From an optimization exercise on the open Yosys and OpenROAD flow, aimed at small area; shortcuts taken in it are not production practice. Only simulation tests tie the RTL to the original design; equivalence was not proved. Power is estimated from default activity; no workload was simulated.

== v6 ==
## enc_channel
module enc_channel (
    input  wire        clk,
    input  wire        rst,             
    input  wire        a_in,            
    input  wire        b_in,
    input  wire        z_in,
    input  wire        a_low,           
    input  wire        b_low,
    input  wire        z_low,
    input  wire        en,              
    input  wire [1:0]  cfg_decode,      
    input  wire        cfg_invert,
    input  wire        cfg_z_en,
    input  wire        cfg_z_pol,
    input  wire        cfg_idx_check,
    input  wire        cfg_line_det,
    input  wire [7:0]  cfg_idx_tol,
    input  wire [4:0]  filt_a,          
    input  wire [4:0]  filt_b,
    input  wire [4:0]  filt_z,
    input  wire [24:0] rev_count,       
    input  wire [23:0] idx_exp,         
    input  wire [5:0]  flt_clr,         
    input  wire        cnt_clr,         
    output reg  [23:0] pos,             
    output reg  [31:0] rev,             
    output reg  [31:0] raw,             
    output reg  [31:0] qerr,            
    output reg  [23:0] idx_cap,         
    output reg  [31:0] idx_cnt,         
    output reg  [63:0] edge_till,       
    output reg  [31:0] edge_dt,         
    output reg  [5:0]  flt,             
    output reg         untrusted,       
    output reg         dir,
    output reg         hyst,
    output reg         ev_qburst,       
    output reg  [1:0]  ev_index,        
    output wire [2:0]  ev_line          
);
For scale: roughly 380 I/O pins, about 0.029 mm^2 of cells after synthesis.
make LEC_CHECK=0 CAP_MARGIN=20 CORE_MARGIN=2 CORE_UTILIZATION=40 SLEW_MARGIN=20 finish   # period 13.0 ns
run.sh (not shown) runs the stock make flow with config.mk's settings and CLKGATE_MAP_FILE= SYNTH_SCRIPT=/design/flow/synth_recipe.tcl, a recipe that flattens the netlist after the stock synthesis.
v6: PASS, flow complete, no timing, DRC or antenna violations
Input changes introduced in v7 (baseline for comparison: v6):
# v6
export LEC_CHECK = 0
export CAP_MARGIN = 20
export CORE_MARGIN = 2
export CORE_UTILIZATION = 40
export SLEW_MARGIN = 20
create_clock -name core_clock -period 13.0 [get_ports {clk}]
# v7
export LEC_CHECK = 0
export CAP_MARGIN = 20
export CORE_MARGIN = 2
export CORE_UTILIZATION = 65
export CTS_BUF_LIST = sky130_fd_sc_hd__clkbuf_4
export SLEW_MARGIN = 20
create_clock -name core_clock -period 13.0 [get_ports {clk}]
--- outcome ---
v7 finished all stages; the layout is clean.
v6 reached the final stage; the timing, design-rule and antenna checks on its layout passed.
Re critical path data required time: v6 was lower than v7.
Taking v6 as the reference, in v7 area of the multi-input gates held steady; part of the cycle the worst path needs went down.

* * *

## lagoon
enc_channel, a different RTL version from the one above (not shown whole).
For scale: ~3700 cells after synthesis, roughly 520 flip-flops, about 380 I/O pins.
Settings: LEC_CHECK=0, ABC_AREA=1, CAP_MARGIN=20, CORE_MARGIN=2, CORE_UTILIZATION=80, SLEW_MARGIN=20; clock period 13.0 ns.
standard.sh (not shown) runs the stock make flow with config.mk's settings and CLKGATE_MAP_FILE= SYNTH_SCRIPT=/design/flow/synth_recipe.tcl, a recipe that flattens the netlist after the stock synthesis.
==> flow/flow/run.sh <==
#!/bin/bash
# The standard layout, with buf_1 port buffers and a clock tree of
# clkbuf_8 leaves without dummy loads. Each step's log is in orfs/logs/.
set -euo pipefail
export BUFFER_PORTS_ARGS="-buffer_cell sky130_fd_sc_hd__buf_1"
export CTS_ARGS="-sink_clustering_enable -repair_clock_nets -dont_use_dummy_load -buf_list sky130_fd_sc_hd__clkbuf_8 -sink_clustering_size 16 -sink_clustering_max_diameter 80"
bash standard.sh > standard.log 2>&1
lagoon ran to completion and came out clean on the timing, design-rule and antenna checks.
For violet, these inputs were changed with respect to lagoon:
# lagoon
export LEC_CHECK = 0
export ABC_AREA = 1
export CAP_MARGIN = 20
export CORE_MARGIN = 2
export CORE_UTILIZATION = 80
export SLEW_MARGIN = 20
create_clock -name core_clock -period 13.0 [get_ports {clk}]
# violet
export LEC_CHECK = 0
export CAP_MARGIN = 20
export CORE_MARGIN = 2
export CORE_UTILIZATION = 55
export SLEW_MARGIN = 20
create_clock -name core_clock -period 13.0 [get_ports {clk}]
[summary]
Cmp lagoon and violet / critical path arrival / higher: violet. Die size: violet exceeds lagoon. From lagoon to violet the numbers moved as follows: final area moved up, power attributed to combinational cells moved down. | met3 usage in global routing | lower: violet |. Looking at lagoon and violet, the register clock-pin slew on the reported worst setup and hold paths is a wash. violet: done, clean on timing, DRC and antenna.
--- input diff violet..garnet ---
# violet
export LEC_CHECK = 0
export CAP_MARGIN = 20
export CORE_MARGIN = 2
export CORE_UTILIZATION = 55
export SLEW_MARGIN = 20
create_clock -name core_clock -period 13.0 [get_ports {clk}]
# garnet
export LEC_CHECK = 0
export ABC_AREA = 1
export CAP_MARGIN = 20
export CORE_MARGIN = 2
export CORE_UTILIZATION = 70
export SLEW_MARGIN = 20
create_clock -name core_clock -period 13.0 [get_ports {clk}]
--- outcome ---
- The flow did not stop early for garnet: all stages ran, and the layout cleared the timing, design-rule and antenna checks.
- Diff violet -> garnet: synthesis-to-finish area growth went down; top fanout value on the critical path went up; fraction of power consumed by the clock network went down; non-clock buffer count went down; fraction of power consumed by combinational cells went up.
- Going from violet to garnet, final period demand of the worst path has decreased; critical path depth in cells has decreased; layout net count has increased; count of vias placed by the detailed router has increased.

* * *

enc_channel again, from the RTL that the note above started with.
Settings: LEC_CHECK=0, ABC_AREA=1, CAP_MARGIN=0, CORE_MARGIN=2, CORE_UTILIZATION=70, SLEW_MARGIN=0; clock period 13.0 ns.
Scripts as last shown in full above: flow/flow/run.sh
Edit:
ABC_AREA = unset   (was 1)
CAP_MARGIN = 20   (was 0)
SLEW_MARGIN = 20   (was 0)
Result: Clock skew goes down by 0.0072 ns. Core utilization climbs by 0.25 points. Die area barely changes. Hold slack is better by 0.046 ns.
Edit:
==> flow/flow/run.sh (replaced) <==
#!/bin/bash
# The standard layout, with buf_1 port buffers and a clock tree of
# clkbuf_16 leaves without dummy loads. Each step's log is in orfs/logs/.
set -euo pipefail
export BUFFER_PORTS_ARGS="-buffer_cell sky130_fd_sc_hd__buf_1"
export CTS_ARGS="-sink_clustering_enable -repair_clock_nets -dont_use_dummy_load -buf_list sky130_fd_sc_hd__clkbuf_16 -sink_clustering_size 30 -sink_clustering_max_diameter 100"
bash standard.sh > standard.log 2>&1
ABC_AREA = 1   (was unset)
Effect: The changed run finished with timing, DRC and antenna clean. Sequential share of layout area hardly moves. Via count rises by 2.5%. Setup slack improved by 0.92 ns. Global-route usage drops by 0.45 points. Utilization went down by 0.16 points. Clock-buffer cell count fell by 17. Non-clock buffer count decreases by 15. Flip-flop and latch count stays the same. Synthesized area is about the same.
Edit:
==> flow/flow/run.sh (replaced) <==
#!/bin/bash
# The standard layout, with buf_1 port buffers. Each step's log is in
# orfs/logs/.
set -euo pipefail
export BUFFER_PORTS_ARGS="-buffer_cell sky130_fd_sc_hd__buf_1"
bash standard.sh > standard.log 2>&1
ABC_AREA = unset   (was 1)
CORE_UTILIZATION = 55   (was 70)
- die area climbs by 27%
- total power climbs by 22%
- synthesized area stays flat
- synthesized cell count drops by 12%
- global-route usage drops by 6.3 points
- worst setup slack is worse by 0.87 ns
- count of clock-buffer cells in the layout climbs by 52
- sequential share of layout area drops by 1.7 points
- hold slack is better by 0.033 ns
- non-clock buffer count climbs by 20
- critical path depth climbs by 4

what the ideal ports hide:
The results above use ideal ports. As a check the final layouts listed here were re-extracted and re-timed, cells and wires unchanged.
Step 1 (the two cells are an assumption about what drives the block):
set clk [get_ports {clk}]
set_driving_cell -lib_cell sky130_fd_sc_hd__clkbuf_16 $clk
set_driving_cell -lib_cell sky130_fd_sc_hd__buf_2 [delete_from_list [all_inputs] $clk]
Step 2 also shifts input and output timing later by t, the mid clock arrival at the registers, as if the neighbouring blocks saw the same clock.
a / b / c = ideal ports / drivers / drivers and shift; a / b = the first two.
run	t (ns)	setup WS [ns]	worst setup path after step 2	latest minus earliest clock arrival (ns)
v6	0.680	2.268 / 2.285 / 1.605	input to register	0.034 / 0.034
v7	1.000	2.459 / 2.486 / 1.486	input to register	0.065 / 0.065
lagoon	0.692	1.747 / 1.780 / 1.088	input to register	0.051 / 0.051
violet	0.659	0.618 / 0.658 / -0.002	input to register	0.100 / 0.101
garnet	0.671	1.588 / 1.620 / 0.948	input to register	0.089 / 0.089
the first run of note 3	0.676	1.624 / 1.656 / 0.980	input to register	0.075 / 0.075
the second run of note 3	0.683	0.607 / 0.636 / -0.048	input to register	0.066 / 0.067
the third run of note 3	0.613	1.526 / 1.558 / 0.945	input to register	0.079 / 0.079
the fourth run of note 3	0.673	0.656 / 0.692 / 0.019	input to register	0.036 / 0.037
With both steps, setup timing fails in violet and the second run of note 3, where it was met with ideal ports. For v7, which loses most, drivers alone change the setup slack by +0.027 ns; drivers and shift together by -0.973 ns.
